From an optimization exercise on the open Yosys and OpenROAD flow, aimed at small area, a short achievable clock period and few clock cycles; shortcuts taken in it are not production practice.
In this exercise RTL edits were held to simulation tests only and were not proved equivalent to the original.
Power and IR drop assume default switching activity.

== lane 1 ==
Design mcv_cal, start of the top module:
module mcv_cal (
    input  wire        clk,
    input  wire        rst,
    input  wire        s_valid,
    output wire        s_ready,
    input  wire [1:0]  s_op,       
    input  wire [2:0]  s_conv,
    input  wire [27:0] s_data,
    output reg         o_valid,
    output reg         o_kind,     
    output reg  [2:0]  o_conv,
    output reg  [11:0] o_raw,
    output reg         o_clamp,
    output reg         o_ok,
    output reg  [15:0] o_gain,
    output reg  [11:0] o_offset
);
==> flow/config.mk <==
export PLATFORM = sky130hd
export DESIGN_NAME = mcv_cal
export DESIGN_NICKNAME = mcv_cal
export VERILOG_FILES = /design/flow/design.v
export SDC_FILE = /design/flow/constraint.sdc
export NUM_CORES = 4
export LEC_CHECK = 0
export CAP_MARGIN = 20
export CORE_MARGIN = 2
export CORE_UTILIZATION = 40
export SLEW_MARGIN = 20
==> flow/constraint.sdc <==
create_clock -name core_clock -period 12.0 [get_ports {clk}]
set_input_delay 2.4000 -clock core_clock [delete_from_list [all_inputs] [get_ports {clk}]]
set_output_delay 2.4000 -clock core_clock [all_outputs]
set_load 0.01 [all_outputs]
standard.sh (not shown) runs the stock make flow with config.mk's settings and CLKGATE_MAP_FILE= SYNTH_SCRIPT=/design/flow/synth_recipe.tcl, a recipe that flattens the netlist after the stock synthesis.
==> flow/flow/run.sh <==
#!/bin/bash
# The standard layout (standard.sh: the standard synthesis and the ORFS
# steps with the standard flow's config.mk and constraint.sdc, unchanged), with two
# changes to how ORFS builds it:
# - repair_timing is asked to leave more setup slack than the default, so
#   that it also shortens paths that already meet the design's clock period;
# - the buffers that ORFS puts on every input and output port are buf_4
#   cells instead of the slow delay cells it picks by default.
set -euo pipefail
bash standard.sh SETUP_SLACK_MARGIN=8.4 \
    "BUFFER_PORTS_ARGS=-buffer_cell sky130_fd_sc_hd__buf_4" finish > run_make.log 2>&1
Lane 1 went all the way through the flow, and no timing, DRC or antenna check failed.
Testbench counts of lane 1, summed over its fixed seeds: cycles 19,150.
For lane 2, these inputs were changed with respect to lane 1:
Settings: CTS_CLUSTER_SIZE newly set to 25.
--- outcome ---
Lane 2 ran to completion and came out clean on the timing, DRC and antenna checks.
Power of the clock network: lane 2 vs lane 1 — no meaningful difference
As far as number of antenna violations at the first check in global routing goes, lane 1 and lane 2 are indistinguishable; the numbers are identical.
Lane 2 vs. lane 1: total via count after detailed routing has remained practically unchanged, final critical path time including I/O delays and setup has remained practically unchanged.
Diff lane 1..lane 2 | worst-case setup margin in the final layout | negligible
Reported for lane 2 and lane 1, count of inserted antenna diode cells turned out identical to the last digit.
Highest clock rate essentially unchanged between lane 2 and lane 1.
Lane 2 -> lane 1: sum of met3 wire segment lengths after detailed routing delta 0, exact match
As far as final instance count without filler cells goes, lane 2 and lane 1 are indistinguishable; the numbers are identical.

* * *

Setup of job 4544:
mcv_cal, a different RTL version from the one above (not shown whole).
Size: ~3400 cells after synthesis, roughly 860 flip-flops, about 84 I/O pins.
## mcv_cal
module mcv_cal (
    input  wire        clk,
    input  wire        rst,
    input  wire        s_valid,
    output wire        s_ready,
    input  wire [1:0]  s_op,       
    input  wire [2:0]  s_conv,
    input  wire [27:0] s_data,
    output reg         o_valid,
    output reg         o_kind,     
    output reg  [2:0]  o_conv,
    output reg  [11:0] o_raw,
    output reg         o_clamp,
    output reg         o_ok,
    output reg  [15:0] o_gain,
    output reg  [11:0] o_offset
);
    localparam OP_MEAS    = 2'd0;
    localparam OP_CAL     = 2'd1;
    localparam OP_RESTART = 2'd2;
    localparam OP_LOAD    = 2'd3;
    integer i;
    reg        busy;             
    reg        rdy;              
    assign s_ready = rdy;
    reg [11:0] cal_off  [0:7];
    reg [15:0] cal_gain [0:7];
    reg [5:0]  cal_cnt  [0:7];
    reg [16:0] sum_lo   [0:7];
    reg [16:0] sum_hi   [0:7];
    reg [7:0]  ld;
    reg [7:0]  em;
    reg [7:0]  hv;
    reg [7:0]  lt;
    reg [7:0]  ld_nx, em_nx, hv_nx, lt_nx;      
    reg        a_v;
    reg [1:0]  a_op;
    reg [2:0]  a_conv;
    reg [27:0] a_data;
    reg [7:0]  a_sm;             
    reg        a_md;             
    reg [7:0]  a_gc;             
    reg [7:0]  a_gh;             
    wire [7:0] s_dec  = 8'd1 << s_conv;
    wire       s_take = s_valid & rdy;
    wire       s_meas = s_op == OP_MEAS;
    wire       s_cal  = s_op == OP_CAL;
    wire       s_last = s_take & s_cal & |(s_dec & lt_nx);
    always @(posedge clk) begin
        a_v    <= s_take & ~rst;
        a_op   <= s_op;
        a_conv <= s_conv;
        a_data <= s_data;
        a_sm   <= s_meas  ? (s_dec & ld_nx) : 8'd0;
        a_md   <= s_meas & ~|(s_dec & ld_nx);
        a_gc   <= s_cal   ? (s_dec & ~em_nx) : 8'd0;
        a_gh   <= s_cal   ? (s_dec & hv_nx) : 8'd0;
    end
    wire        go     = a_v;
    wire [7:0]  a_dec  = 8'd1 << a_conv;
    wire [7:0]  a_sc   = (a_op == OP_CAL) ? a_dec : 8'd0;    
    wire [7:0]  a_sx   = a_op[1] ? a_dec : 8'd0;             
    wire [11:0] a_u    = a_data[11:0];
    reg  [11:0] r_off;
  ...
export LEC_CHECK = 0
export CAP_MARGIN = 20
export CORE_MARGIN = 2
export CORE_UTILIZATION = 40
export CTS_BUF_LIST = sky130_fd_sc_hd__clkbuf_8
export SLEW_MARGIN = 20
create_clock -name core_clock -period 12.0 [get_ports {clk}]
==> flow/flow/run.sh <==
#!/bin/bash
# The standard layout (standard.sh: the standard synthesis and the ORFS
# steps with the standard flow's config.mk and constraint.sdc, unchanged), with two
# changes to how ORFS builds it:
# - repair_timing is asked to leave more setup slack than the default, so
#   that it also shortens paths that already meet the design's clock period;
# - the buffers that ORFS puts on every input and output port are buf_4
#   cells instead of the slow delay cells it picks by default.
set -euo pipefail
bash standard.sh SETUP_SLACK_MARGIN=8.5 \
    "BUFFER_PORTS_ARGS=-buffer_cell sky130_fd_sc_hd__buf_4" finish > run_make.log 2>&1
Testbench counts of job 4544, summed over its fixed seeds: cycles 19,150.
What job 7845 does differently from job 4544 at the input level:
diff --git a/flow/config.mk b/flow/config.mk
--- a/flow/config.mk
+++ b/flow/config.mk
@@ -11 +10,0 @@
-export CTS_BUF_LIST = sky130_fd_sc_hd__clkbuf_8
--- outcome ---
The sequential share of layout area of job 7845 is lower than that of job 4544.
Job 7845 vs. job 4544: normalized max-slew margin went down by 1.0 points.
Comparing job 7845 against job 4544, there is no change at all in netlist area before placement.
In job 7845 relative to job 4544, average wire length per cell after detail routing had gone up slightly.
## Diff of input files: job 6513 against job 7845
diff --git a/flow/flow/run.sh b/flow/flow/run.sh
--- a/flow/flow/run.sh
+++ b/flow/flow/run.sh
@@ -10 +10 @@
-bash standard.sh SETUP_SLACK_MARGIN=8.5 \
+bash standard.sh SETUP_SLACK_MARGIN=8.6 \
Notes after the runs:
Job 7845 completed; timing, DRC and antenna clean. Job 6513 reached the end of the flow, and the finished layout is clean on the timing, DRC and antenna checks. In job 6513, global-route usage is higher than in job 7845. Job 6513 vs job 7845, library cell contributing the largest single delay on the critical path: sky130_fd_sc_hd__dfxtp_4 vs sky130_fd_sc_hd__dfxtp_2. Job 6513 falls short of job 7845 in fmax. Job 7845 → job 6513: number of non-filler instances in the completed layout increased about 0.37%; cell area +about 1.2%. The leakage dissipation of job 6513 is higher than that of job 7845. As far as area inside the core boundary goes, job 7845 and job 6513 are indistinguishable; the numbers are identical. Via count on job 6513 is ahead of job 7845. Taking job 7845 as the reference point, the core utilization of the finished layout of job 6513 rises by 0.55 points. When the final numbers for job 6513 and job 7845 were put side by side, the sequential share of layout area turned out to be smaller in job 6513. Arrival time at the worst endpoint in job 6513 vs job 7845: up 0.03 ns.
Setup changes, job 6513 to job 1433
diff --git a/flow/flow/run.sh b/flow/flow/run.sh
--- a/flow/flow/run.sh
+++ b/flow/flow/run.sh
@@ -10 +10 @@
-bash standard.sh SETUP_SLACK_MARGIN=8.6 \
+bash standard.sh SETUP_SLACK_MARGIN=8.4 \
Notes after the runs:
- Looking at cell with the biggest individual delay on the critical path, the sky130_fd_sc_hd__dfxtp_1 result is from job 1433; the sky130_fd_sc_hd__dfxtp_4 one comes from job 6513.
- Compared with job 6513, in job 1433 first-iteration DRC count down about 3.6%; number of cell instances on the worst register-to-register path down 1; worst-case setup margin in the final layout flat; combined flip-flop and latch cell area down 0.48%.

==> what the ideal ports hide <==
Ports are ideal in the flow. The routed layouts listed here were re-timed in OpenROAD. Step 1, drivers: a clkbuf_16 drives clk and a buf_2 each remaining input, both assumed. Step 2, shift: input delay + t, output delay - t, t = (earliest + latest rising clock arrival at the registers) / 2. This alone moves slack from input paths to output paths. Three values: ideal, step 1, step 2; two values: the first two.
run	t, ns	slack for setup (ns)	hold WS [ns]	worst setup path after step 2	worst register clock-pin slew, ns
lane 1	0.726	8.411 / 8.340 / 7.945	0.324 / 0.324 / 0.324	input to register	0.07 / 0.07
lane 2	0.726	8.411 / 8.340 / 7.945	0.324 / 0.324 / 0.324	input to register	0.07 / 0.07
job 4544	0.872	8.302 / 8.236 / 8.263	0.330 / 0.330 / 0.330	input to register	0.07 / 0.07
job 7845	0.736	8.456 / 8.387 / 8.216	0.327 / 0.327 / 0.327	input to register	0.07 / 0.07
job 6513	0.736	8.431 / 8.368 / 8.106	0.329 / 0.329 / 0.329	input to register	0.07 / 0.07
job 1433	0.732	8.428 / 8.363 / 8.151	0.326 / 0.326 / 0.326	input to register	0.07 / 0.07
After both steps every run listed still meets setup and hold.
